Source: an optimization exercise on an open RTL-to-GDS flow (aim: small area, a short achievable clock period and few clock cycles per item). Production flows keep margins and buffers that such runs may drop.
The RTL was checked by simulation tests, not by an equivalence proof against the original design.

==> flow/design.v (outline; a module is shown in full before it is edited, if it fits) <==
// module pfx_add: 31 lines
// module fp32_lzc32: 39 lines
// module fp32_add: 62 lines
// module fp32_mul: 55 lines
// module fp32_div: 90 lines
// module fp32_lt: 18 lines
// module fp32_clamp: 12 lines
// module fp32_mul24: 1095 lines
// module loop_stage: 160 lines
module loop_stage (
    input  wire        clk,
    input  wire        rst,
    input  wire        start,
    output wire        ready,
    output reg         done,
    input  wire        first,
    input  wire [31:0] y,
    input  wire [31:0] r,
    input  wire [31:0] f,
    input  wire [31:0] dt,
    input  wire [31:0] i_in,
    input  wire [31:0] dy_in,
    input  wire [31:0] y_prev,
    input  wire [31:0] kp,
    input  wire [31:0] ki,
    input  wire [31:0] kd,
    input  wire [31:0] kff,
    input  wire [31:0] tf,
    input  wire [31:0] i_min,
    input  wire [31:0] i_max,
    input  wire [31:0] u_lo,
    input  wire [31:0] u_hi,
    output reg  [31:0] u,
    output reg  [31:0] i_out,
    output reg  [31:0] dy_out
);
  // ...
==> flow/run.sh <==
#!/bin/bash
# synth_recipe.tcl (not shown) runs the flow's synth.tcl, then flattens the netlist and writes it again
# the make line also repeats each setting of config.mk as NAME=value (left out here)
make -C /OpenROAD-flow-scripts/flow DESIGN_CONFIG=/design/flow/config.mk WORK_HOME=/design/flow/orfs CLKGATE_MAP_FILE= SYNTH_SCRIPT=/design/flow/synth_recipe.tcl finish
==> flow/config.mk <==
export PLATFORM = sky130hd
export DESIGN_NAME = loop_stage
export DESIGN_NICKNAME = loop_stage
export VERILOG_FILES = /design/flow/design.v
export SDC_FILE = /design/flow/constraint.sdc
export NUM_CORES = 4
export LEC_CHECK = 0
export CAP_MARGIN = 20
export CORE_MARGIN = 2
export CORE_UTILIZATION = 40
export SLEW_MARGIN = 20
==> flow/constraint.sdc <==
create_clock -name core_clock -period 20.0 [get_ports {clk}]
set_input_delay 4.0000 -clock core_clock [delete_from_list [all_inputs] [get_ports {clk}]]
set_output_delay 4.0000 -clock core_clock [all_outputs]
set_load 0.01 [all_outputs]
==> flow_summary.ini, run 1 <==
[timing]
slew_viol_final = 0

[synthesis]
share_of_synthesized_registers_carrying_an_async_set_or_reset_pct = 0
synth-edff-count = 1116
yosys.cell_count.top_type = nor2_1
synthAdderAreaFrac_pct = 17.07
postSynthAreaPerCell_sq_um = 8.406

[detailed_routing]
m1WireLength_microns = 268900
met2_length_microns = 295400

[finish]
clock_area_share_pct = 3.139
postLayoutCoreUtil_pct = 46.91
synthesis_to_finish_area_growth_pct = 16.69
layout.area.top_class = multi-input combinational cells
most_frequent_cells_in_the_layout = nor2_1, inv_1, a21oi_1
max_flop_register = u_div.q
ff_latch_area_sq_um = 36280
fin_nets = 18970
flops_and_latches = 1253

[outcome]
outcome = complete, no violations

[setup_path]
critPathMostFrequentCell = nor2_1
r2r_end = rd[30]$_DFFE_PP_

[clocking]
clock-root-buffer = clkbuf_16
hold_buffers = 0

[global_routing]
met3_usage_grt_pct = 8.965
antenna_violations_before_repair = 80

[floorplanning]
placement_rows = 212
floorplan.initialDensity_pct = 40.20
Testbench counts, summed over its fixed seeds: cycles 9,664, items 1,600.
==> inputs of run 2 (changes only) <==
--- a/flow/config.mk
+++ b/flow/config.mk
@@ -10,2 +10,3 @@
 export CORE_UTILIZATION = 40
+export SETUP_SLACK_MARGIN = 3
 export SLEW_MARGIN = 20
==> run 2 against run 1 <==
Compared with the run above: still clean; final area rose by 1.6%; wire length fell by 0.53%; non-clock buffer count grew 49; synthesized cell count did not move; sequential share of layout area is 0.37 points lower; core utilization is 0.77 points higher; setup slack better by 1400 ps; area after synthesis unchanged; worst hold slack worse by 35 ps; global-route usage decreased by 0.49 points.
==> flow_summary.ini, run 2 <==
[outcome]
outcome = complete, no violations

[finish]
final_cell_area_sq_um = 159000
max_flop_register = u_div.q
synthesis_to_finish_area_growth_pct = 18.60
largest_register_ff_count = 33
fraction_of_layout_instances_using_a_drive_strength_above_1_pct = 12.78
postLayoutCoreUtil_pct = 47.68
most_frequent_cells_in_the_layout = nor2_1, inv_1, nand2_1
fin_nets = 19030
mostFrequentLayoutCell = nor2_1

[synthesis]
synth_xor_area_share_pct = 3.253
synth_compound_area_share_pct = 21.97
synthesis.instances = 15950
postSynthAreaPerCell_sq_um = 8.406
synth.top_cells.by_count = nor2_1, inv_1, a21oi_1
synth_top_family_by_area = compound AO/OA/AOI/OAI gates
muxShareOfSynthArea_pct = 6.388
synth-edff-count = 1116
share_of_synthesized_registers_carrying_an_async_set_or_reset_pct = 0
yosys_warnings = 6
ys_seq_elements = 1253
syn-num-nets = 17990
share_of_yosys_cell_area_claimed_by_the_top_area_cell_type_pct = 25.00
synthAdderAreaFrac_pct = 17.07
synth.top_cells.by_area = edfxtp_1, ha_1, fa_1
yosys.cell_count.top_type = nor2_1
ys_dominant_reg_cell = edfxtp_1
yosysUniqueCellTypes = 130
synth_simple_gate_area_share_pct = 17.78
netlist_area_sq_um = 134000
synth_largest_area_cell = edfxtp_1
yosysSeqAreaShare_pct = 27.05

[timing]
final_period_minus_worst_setup_slack_ps = 17470
rsz0062_at_grt = true
fmaxAchievable_mhz = 57.24
finalHoldViolations = 0
share_of_the_cycle_needed_by_the_critical_path_after_routing_pct = 87.35
slew-limit-headroom_pct = 7.179
setup-violations-final = 0
setup-tns-final_ps = 0
slew_viol_final = 0
worstMarginPinSlew_ps = 1389
clock_skew_ps = 140.8

[detailed_routing]
num_vias = 135900
drc = 0
first_iter_violations = 17560
wl_per_cell_microns = 32.24
detailedRoute.firstPassIterationCount = 8
ant_nets = 0
avgViaCountPerCell = 6.308
wl_microns = 694500

[setup_path]
critPathMostFrequentCell = buf_4
crit_path_end_kind = flop
arrival_ps = 18030
critical_setup_path_kind = reg2reg
critical_path_peak_fanout = 7
worst_ep_required_time_ps = 20560
cpMaxStageDelayCell = edfxtp_1
r2r_cells = 107
start_kind = flop
crit_path_max_incr_delay_ps = 400

[global_routing]
grt.total_usage_pct = 39.20
antenna_violations_before_repair = 77
wire_length_of_the_first_global_routing_pass_microns = 958000
pin_count_of_the_biggest_net_entering_global_routing = 132
grt_pass1_vias = 126200
gr-total-overflow = 0

[flow_run]
maxCapViolations = 0

[clocking]
cts_sinks = 1253
clk_transition_reported_paths_ps = 60
cts_htree_levels = 4
cts_tree = yes
clock_path_buffers = 4
clock-root-buffer = clkbuf_16
insertion_delay_ps = 920
cts_made_buffers = 150

[floorplanning]
floorplan.initialDensity_pct = 40.20
pin_count = 614
floorplan.die.height_microns = 582.9
die_span_in_x_microns = 582.9
die_area_sq_um = 339700
placeableCoreArea_sq_um = 333400
placement_rows = 212

[placement]
placement.cell_area_sq_um = 149000
routabilityCongestion = 1.072
portbufs = 613
detailed_place_hpwl_microns = 547000

[hold_path]
tightest_hold_check_type = reg2reg
whs_path_depth = 0
-- run 2: cell counts after synthesis --
Identical to the previous run, type by type.
-- run 2: worst paths after layout --
check / start / endpoint / slack (ps)
hold reg to reg: q_ulo[7]$_DFFE_PP_ / o_ulo[7]$_DFFE_PP_ / 380
hold / removal: q_ulo[7]$_DFFE_PP_ / o_ulo[7]$_DFFE_PP_ / 380
setup reg to reg: u_div.rem[0]$_DFFE_PP_ / u_div.st$_DFFE_PP_ / 2530
setup / recovery: u_div.rem[0]$_DFFE_PP_ / u_div.st$_DFFE_PP_ / 2530
-- run 2: repair_timing --
item / in CTS / in global routing
setup buffers: 230 / 71
gates resized for setup: 275 / 367
hold endpoints to repair: 0 / 0
cloned: 5 / 3
pin swaps: 138 / 176
endpoints found under the setup margin: 191 / 260
hold buffers: 0 / 0
-- run 2: routing by layer --
| layer | global-route usage [%] | vias up | share of wire (%) |
|---|---|---|---|
| li1 | - | 59810 | - |
| met1 | 49.06 | 65670 | 38 |
| met2 | 58.18 | 8410 | 42 |
| met3 | 9.445 | 1967 | 10 |
| met4 | 30.06 | 34 | 9.4 |
| met5 | 0 | - | 0.055 |
-- run 2: through the flow --
| step | std cells | worst slack, ps | hold WS (ps) |
|---|---|---|---|
| 4_1_cts | 21410 | 2486 | 378.1 |
| 5_1_grt | 21500 | 1846 | 388.7 |
| 3_5_place_dp | 20910 | 375.2 | 404.5 |
| 3_3_place_gp | 20910 | 394.1 | 401.5 |
| 2_1_floorplan | 15950 | 3001 | 364.7 |
| 6_report | 21540 | 2529 | 378.8 |
-- run 2: cell families (layout without fill, tap and decap cells) --
| kind of cell | count (synthesis) | in the layout |
|---|---|---|
| AND/OR/NAND/NOR | 5047 | 5048 |
| AO/OA/AOI/OAI | 4554 | 4555 |
| buffers and inverters | 2249 | 3402 |
| adder cells (fa/ha/maj) | 1527 | 1527 |
| flip-flops | 1253 | 1253 |
| multiplexers | 819 | 821 |
| XOR/XNOR | 497 | 497 |
| other | 0 | 51 |
-- run 2: critical path, delay by kind of cell (launching register included) --
kind	cells	cell delay [ps]
fa+ha+maj	4	1040
simple gates	11	2000
flops	1	400
mux	1	370
buf+inv	38	4980
compound gates	53	8350
-- run 2: final cells by class --
| type | count | area (sq um) |
|---|---|---|
| multi-input cells | 12450 | 91660 |
| flip-flops and latches | 1253 | 36280 |
| diodes | 51 | 127.6 |
| inverters | 1440 | 5428 |
| fillers | 32470 | 174400 |
| clock inverters | 73 | 825.8 |
| well taps | 4387 | 5489 |
| repair buffers | 1691 | 15110 |
| clock buffers | 198 | 4066 |
==> module fp32_lt, before the edit <==
module fp32_lt (
    input  wire [31:0] a,
    input  wire [31:0] b,
    output wire        lt
);
    wire a_nan = (a[30:23] == 8'hFF) && (a[22:0] != 0);
    wire b_nan = (b[30:23] == 8'hFF) && (b[22:0] != 0);
    wire both_zero = (a[30:0] == 0) && (b[30:0] == 0);
    wire [30:0] dab, dba;
    wire        a_ge_b, b_ge_a;
    pfx_add #(31) u_ab (.a(a[30:0]), .b(~b[30:0]), .cin(1'b1), .s(dab), .cout(a_ge_b));
    pfx_add #(31) u_ba (.a(b[30:0]), .b(~a[30:0]), .cin(1'b1), .s(dba), .cout(b_ge_a));
    wire mag_lt = !a_ge_b;
    wire mag_gt = !b_ge_a;
    wire ord = (a[31] != b[31]) ? a[31] :
               a[31] ? mag_gt : mag_lt;
    assign lt = !a_nan && !b_nan && !both_zero && ord;
endmodule
==> module loop_stage, before the edit <==
module loop_stage (
    input  wire        clk,
    input  wire        rst,
    input  wire        start,
    output wire        ready,
    output reg         done,
    input  wire        first,
    input  wire [31:0] y,
    input  wire [31:0] r,
    input  wire [31:0] f,
    input  wire [31:0] dt,
    input  wire [31:0] i_in,
    input  wire [31:0] dy_in,
    input  wire [31:0] y_prev,
    input  wire [31:0] kp,
    input  wire [31:0] ki,
    input  wire [31:0] kd,
    input  wire [31:0] kff,
    input  wire [31:0] tf,
    input  wire [31:0] i_min,
    input  wire [31:0] i_max,
    input  wire [31:0] u_lo,
    input  wire [31:0] u_hi,
    output reg  [31:0] u,
    output reg  [31:0] i_out,
    output reg  [31:0] dy_out
);
    reg [6:1] ph;
    reg       vy, vo;
    reg        q_first;
    reg [31:0] q_y, q_r, q_f, q_dt, q_i, q_dy, q_yp;
    reg [31:0] q_kp, q_ki, q_kd, q_kff, q_tf, q_imin, q_imax, q_ulo, q_uhi;
    reg        o_first;
    reg [31:0] o_i, o_imin, o_imax, o_kd, o_ulo, o_uhi;
    reg [31:0] ra, rb, rc, rd, re, rf, rg, rh, ri, rci;
    wire idle = ~vy & ~vo;
    assign ready = idle | ph[6];
    wire take = start & ready;
    reg  [31:0] m_a, m_b;
    wire [31:0] m_z;
    fp32_mul u_mul (.a(m_a), .b(m_b), .z(m_z));
    always @* begin
        m_a = q_tf; m_b = q_dy;                        
        if (ph[2]) begin m_a = q_kff; m_b = q_f;  end
        if (ph[3]) begin m_a = o_kd;  m_b = re;   end
        if (ph[4]) begin m_a = q_kp;  m_b = rg;   end
        if (ph[5]) begin m_a = q_ki;  m_b = rg;   end
        if (ph[6]) begin m_a = ra;    m_b = q_dt; end
    end
    wire [31:0] cl_i;      
    reg  [31:0] a0_a, a0_b;
    reg         a0_s;
    wire [31:0] a0_z;
    fp32_add u_add0 (.a(a0_a), .b(a0_b), .sub(a0_s), .z(a0_z));
    reg  [31:0] a1_a, a1_b;
    wire [31:0] a1_z;
    fp32_add u_add1 (.a(a1_a), .b(a1_b), .sub(1'b0), .z(a1_z));
    always @* begin
        a0_a = q_y; a0_b = q_yp; a0_s = 1'b1;          
        if (ph[2]) begin a0_a = re;  a0_b = rd;   a0_s = 1'b0; end
        if (ph[3]) begin a0_a = q_r; a0_b = q_y;  a0_s = 1'b1; end
        if (ph[4]) begin a0_a = rb;  a0_b = rd;   a0_s = 1'b0; end
        if (ph[5]) begin a0_a = ra;  a0_b = rc;   a0_s = 1'b0; end
        if (ph[6]) begin a0_a = rb;  a0_b = rci;  a0_s = 1'b0; end
        a1_a = q_tf; a1_b = q_dt;                      
        if (ph[2]) begin a1_a = o_i; a1_b = ra; end
        if (ph[4]) begin a1_a = rc;  a1_b = rf; end
        if (ph[5]) begin a1_a = rb;  a1_b = rf; end
    end
    wire [31:0] div_z;
    fp32_div u_div (
        .clk(clk), .load(ph[3]), .step(ph[4] | ph[5] | ph[6] | ph[1]),
        .a(rg), .b(rf), .z_nx(div_z)
    );
    fp32_clamp u_cli (.x(q_i), .lo(q_imin), .hi(q_imax), .z(cl_i));
    wire uhi_lt_w, in_gt_i, w_lt_ulo, in_lt_i;
    fp32_lt u_lt2 (.a(o_uhi), .b(rc),    .lt(uhi_lt_w));
    fp32_lt u_lt3 (.a(o_i),   .b(rd),    .lt(in_gt_i));
    fp32_lt u_lt4 (.a(rc),    .b(o_ulo), .lt(w_lt_ulo));
    fp32_lt u_lt5 (.a(rd),    .b(o_i),   .lt(in_lt_i));
    wire windup = (uhi_lt_w && in_gt_i) || (w_lt_ulo && in_lt_i);
    wire [31:0] w_sel = windup ? rh : rc;
    wire [31:0] cl_x  = ph[6] ? w_sel : rd;
    wire [31:0] cl_lo = ph[6] ? o_ulo : o_imin;
    wire [31:0] cl_hi = ph[6] ? o_uhi : o_imax;
    wire [31:0] cl_z;
    fp32_clamp u_cl (.x(cl_x), .lo(cl_lo), .hi(cl_hi), .z(cl_z));
    always @(posedge clk) begin
        u      <= cl_z;
        i_out  <= windup ? ri : rd;
        dy_out <= re;
    end
    always @(posedge clk) begin
        if (rst) begin
            vy   <= 1'b0;
            vo   <= 1'b0;
            ph   <= 6'b000001;
            done <= 1'b0;
        end else begin
            done <= vo & ph[6];
            if (take) begin
                vy <= 1'b1;
                vo <= vy & ph[6];
                ph <= 6'b000001;
            end else if (!idle) begin
                ph <= {ph[5:1], ph[6]};
                if (ph[6]) begin
                    vo <= vy;
                    vy <= 1'b0;
                end
            end
        end
    end
    always @(posedge clk) begin
        if (take) begin
            q_first <= first;
            q_y    <= y;
            q_r    <= r;
            q_f    <= f;
            q_dt   <= dt;
            q_i    <= i_in;
            q_dy   <= dy_in;
            q_yp   <= y_prev;
            q_kp   <= kp;
            q_ki   <= ki;
            q_kd   <= kd;
            q_kff  <= kff;
            q_tf   <= tf;
            q_imin <= i_min;
            q_imax <= i_max;
            q_ulo  <= u_lo;
            q_uhi  <= u_hi;
        end
        if (ph[6]) begin
            o_first <= q_first;
            o_i     <= q_i;
            o_imin  <= q_imin;
            o_imax  <= q_imax;
            o_kd    <= q_kd;
            o_ulo   <= q_ulo;
            o_uhi   <= q_uhi;
            ri      <= rci;
        end
        if (ph[1]) rci <= cl_i;
        if (ph[2] | ph[5] | ph[6]) ra <= m_z;
        if (ph[4] | ph[5]) rb <= a0_z;
        if (ph[4]) rc <= m_z;
        if (ph[5]) rc <= a1_z;
        if (ph[6]) rc <= a0_z;
        if (ph[1]) rd <= a0_z;
        if (ph[2]) rd <= a1_z;
        if (ph[3]) rd <= o_first ? ri : cl_z;
        if (ph[1]) re <= m_z;
        if (ph[2]) re <= o_first ? 32'd0 : div_z;
        if (ph[1]) rf <= a1_z;
        if (ph[3]) rf <= {~m_z[31], m_z[30:0]};
        if (ph[2] | ph[3]) rg <= a0_z;
        if (ph[4]) rh <= a1_z;
    end
endmodule
==> inputs of run 3 (changes only) <==
--- a/flow/design.v
+++ b/flow/design.v
@@ -285,8 +285,4 @@
     wire both_zero = (a[30:0] == 0) && (b[30:0] == 0);
-    wire [30:0] dab, dba;
-    wire        a_ge_b, b_ge_a;
-    pfx_add #(31) u_ab (.a(a[30:0]), .b(~b[30:0]), .cin(1'b1), .s(dab), .cout(a_ge_b));
-    pfx_add #(31) u_ba (.a(b[30:0]), .b(~a[30:0]), .cin(1'b1), .s(dba), .cout(b_ge_a));
-    wire mag_lt = !a_ge_b;
-    wire mag_gt = !b_ge_a;
+    wire mag_lt = a[30:0] < b[30:0];
+    wire mag_gt = a[30:0] > b[30:0];
     wire ord = (a[31] != b[31]) ? a[31] :
@@ -1483,10 +1479,9 @@
     wire windup = (uhi_lt_w && in_gt_i) || (w_lt_ulo && in_lt_i);
-    wire [31:0] w_sel = windup ? rh : rc;
-    wire [31:0] cl_x  = ph[6] ? w_sel : rd;
-    wire [31:0] cl_lo = ph[6] ? o_ulo : o_imin;
-    wire [31:0] cl_hi = ph[6] ? o_uhi : o_imax;
     wire [31:0] cl_z;
-    fp32_clamp u_cl (.x(cl_x), .lo(cl_lo), .hi(cl_hi), .z(cl_z));
+    fp32_clamp u_cl (.x(rd), .lo(o_imin), .hi(o_imax), .z(cl_z));
+    wire [31:0] u_w, u_wb;
+    fp32_clamp u_clw  (.x(rc), .lo(o_ulo), .hi(o_uhi), .z(u_w));
+    fp32_clamp u_clwb (.x(rh), .lo(o_ulo), .hi(o_uhi), .z(u_wb));
     always @(posedge clk) begin
-        u      <= cl_z;
+        u      <= windup ? u_wb : u_w;
         i_out  <= windup ? ri : rd;
--- a/flow/config.mk
+++ b/flow/config.mk
@@ -10,3 +10,3 @@
 export CORE_UTILIZATION = 40
-export SETUP_SLACK_MARGIN = 3
+export SETUP_SLACK_MARGIN = 5
 export SLEW_MARGIN = 20
==> run 3 against run 2 <==
Compared with the run above: final cell count decreased by 2.1%; still clean; final area about the same; critical path type unchanged; synthesized cell count decreased by 2.7%.
==> flow_summary.ini, run 3 <==
[detailed_routing]
avgViaCountPerCell = 6.503
drc = 0
wl_microns = 681500
wl_per_cell_microns = 32.32
num_vias = 137100
ant_nets = 0
detailedRoute.firstPassIterationCount = 13
first_iter_violations = 19850

[synthesis]
share_of_synthesized_registers_carrying_an_async_set_or_reset_pct = 0
syn-num-nets = 17460
yosys_warnings = 6
synth_compound_area_share_pct = 21.74
synthesis.instances = 15520
synth_xor_area_share_pct = 3.315
netlist_area_sq_um = 131300
ys_dominant_reg_cell = edfxtp_1
synth_simple_gate_area_share_pct = 18.77
muxShareOfSynthArea_pct = 6.087
share_of_yosys_cell_area_claimed_by_the_top_area_cell_type_pct = 25.53
yosys.cell_count.top_type = nor2_1
synth_largest_area_cell = edfxtp_1
synthAdderAreaFrac_pct = 16.41
postSynthAreaPerCell_sq_um = 8.456
synth.top_cells.by_area = edfxtp_1, ha_1, fa_1
yosysUniqueCellTypes = 136
ys_seq_elements = 1253
yosysSeqAreaShare_pct = 27.62
synth-edff-count = 1116
synth_top_family_by_area = compound AO/OA/AOI/OAI gates
synth.top_cells.by_count = nor2_1, a21oi_1, inv_1

[global_routing]
antenna_violations_before_repair = 58
pin_count_of_the_biggest_net_entering_global_routing = 146
grtUsageMet1_pct = 48.41
gr-total-overflow = 0
top_usage_layer = met2
globalRouteMet2Util_pct = 57.18
wire_length_of_the_first_global_routing_pass_microns = 937500
met3_usage_grt_pct = 11.16
grt_pass1_vias = 125900
grt.total_usage_pct = 39.08

[outcome]
outcome = complete, no violations

[clocking]
cts_htree_levels = 4
cts_tree = yes
clock-root-buffer = clkbuf_16
clk_transition_reported_paths_ps = 80
hold_buffers = 0
clock_path_buffers = 4
cts_sinks = 1253
cts_made_buffers = 152
insertion_delay_ps = 920

[setup_path]
worst_ep_required_time_ps = 20600
worst_r2r_startpoint = u_div.rem[0]$_DFFE_PP_
cpMaxStageDelayCell = edfxtp_1
crit_path_max_incr_delay_ps = 520
critical_path.startpoint = u_div.rem[0]$_DFFE_PP_
r2r_cells = 111
critical_path_peak_fanout = 19
start_kind = flop
crit_path_end_kind = flop
critPathMostFrequentCell = buf_4
critical_setup_path_kind = reg2reg
arrival_ps = 17660

[finish]
largest_register_ff_count = 33
mostFrequentLayoutCell = nor2_1
most_frequent_cells_in_the_layout = nor2_1, inv_1, nand2_1
fin_nets = 18510
fraction_of_layout_instances_using_a_drive_strength_above_1_pct = 15.12
synthesis_to_finish_area_growth_pct = 21.18
postLayoutCoreUtil_pct = 48.66
max_flop_register = u_div.q
num-fill-cells = 31310

[timing]
share_of_the_cycle_needed_by_the_critical_path_after_routing_pct = 85.30
rsz0062_at_grt = true
slew-limit-headroom_pct = 8.337
worstMarginPinSlew_ps = 1361
clock_skew_ps = 103.6
finalHoldViolations = 0
fmaxAchievable_mhz = 58.62
setup-violations-final = 0
slew_viol_final = 0
setup-tns-final_ps = 0
final_period_minus_worst_setup_slack_ps = 17060

[floorplanning]
floorplan.initialDensity_pct = 40.16
floorplan.die.height_microns = 576.8
pin_count = 614
placeableCoreArea_sq_um = 326900
die_area_sq_um = 332700
die_span_in_x_microns = 576.8
placement_rows = 210

[hold_path]
tightest_hold_check_type = reg2reg
whs_path_depth = 0
worst_hold_startpoint = q_uhi[30]$_DFFE_PP_

[placement]
portbufs = 613
detailed_place_hpwl_microns = 525800
routabilityCongestion = 1.114

[flow_run]
maxCapViolations = 0
## run 3: layout make-up
class | count | area, sq um | area share [%]
antenna | 39 | 97.59 | 0.06136
clock buffer | 174 | 3970 | 2.496
clock inverter | 103 | 1257 | 0.7906
inverter | 1277 | 4846 | 3.047
multi-input combinational | 12210 | 91920 | 57.79
sequential | 1253 | 36280 | 22.81
tap | 4346 | 5438 | 3.419
timing repair buffer | 1684 | 15260 | 9.592
## run 3: repair_timing
action,in CTS,in global routing
gates cloned,8,8
endpoints found under the setup margin,275,275
pin swaps,206,186
gates resized for setup,550,491
setup buffers,273,198
## run 3: kinds of logic after synthesis
family / after synthesis
multiplexers: 767
flip-flops: 1253
adder cells (fa/ha/maj): 1420
buffers and inverters: 2067
AND/OR/NAND/NOR: 5128
XOR/XNOR: 493
AO/OA/AOI/OAI: 4395
## run 3: critical path, delay by kind of cell (launching register included)
| family | cells | cell delay (ps) |
|---|---|---|
| flip-flops | 1 | 520 |
| AO/OA/AOI/OAI | 51 | 7780 |
| multiplexers | 1 | 300 |
| adder cells (fa/ha/maj) | 4 | 1010 |
| AND/OR/NAND/NOR | 11 | 1760 |
| buffers and inverters | 44 | 5380 |
## run 3: worst paths after layout
check | slack [ps] | endpoint
worst min register to register | 410 | o_uhi[30]$_DFFE_PP_
worst max register to register | 2940 | u_div.st$_DFFE_PP_
worst min-delay path | 410 | o_uhi[30]$_DFFE_PP_
worst max-delay path | 2940 | u_div.st$_DFFE_PP_
## run 3: stage by stage
stage               instances  area, sq um  setup WS [ps]  hold WS [ps]
finish                  21090       159100           2940         406.1
global route            21060       159000           2290         418.0
CTS                     20840       154900           3318         403.3
detailed placement      20280       145000          725.4         404.5
global placement        20280       145000          577.5         401.1
floorplan               15520       131800           3671         364.7
## run 3: routing by layer
layer / wire length [microns] / up-vias
met5: 281 / -
met4: 67280 / 36
met3: 83180 / 2481
met2: 280600 / 9704
met1: 250200 / 66090
li1: - / 58810
Testbench counts of run 3, summed over its fixed seeds: cycles 9,664, items 1,600.

port drivers added, routing unchanged:
The flow's constraints put no driver on any port. The routed layouts listed below were extracted and timed again, unchanged, in two steps.
Step 1: set_driving_cell puts a clkbuf_16 on clk and a buf_2 on each other input, an assumption about the parent block.
Step 2, shift: input delay + t, output delay - t, t = (earliest + latest rising clock arrival at the registers) / 2. This alone moves slack from input paths to output paths.
a / b / c = ideal ports / drivers / drivers and shift; a / b = the first two.
| run | t (ns) | setup slack, ns | latest minus earliest clock arrival (ns) | slew at the worst register clock pin (ns) | worst slew at a driven data input, ns |
|---|---|---|---|---|---|
| run 1 | 0.993 | 1.156 / 1.156 / 1.156 | 0.120 / 0.120 | 0.07 / 0.07 | 0.15 |
| run 2 | 0.986 | 2.529 / 2.529 / 2.529 | 0.180 / 0.180 | 0.08 / 0.08 | 0.14 |
| run 3 | 0.981 | 2.940 / 2.940 / 2.940 | 0.107 / 0.107 | 0.08 / 0.08 | 0.16 |
After both steps setup and hold are still met in every run listed.
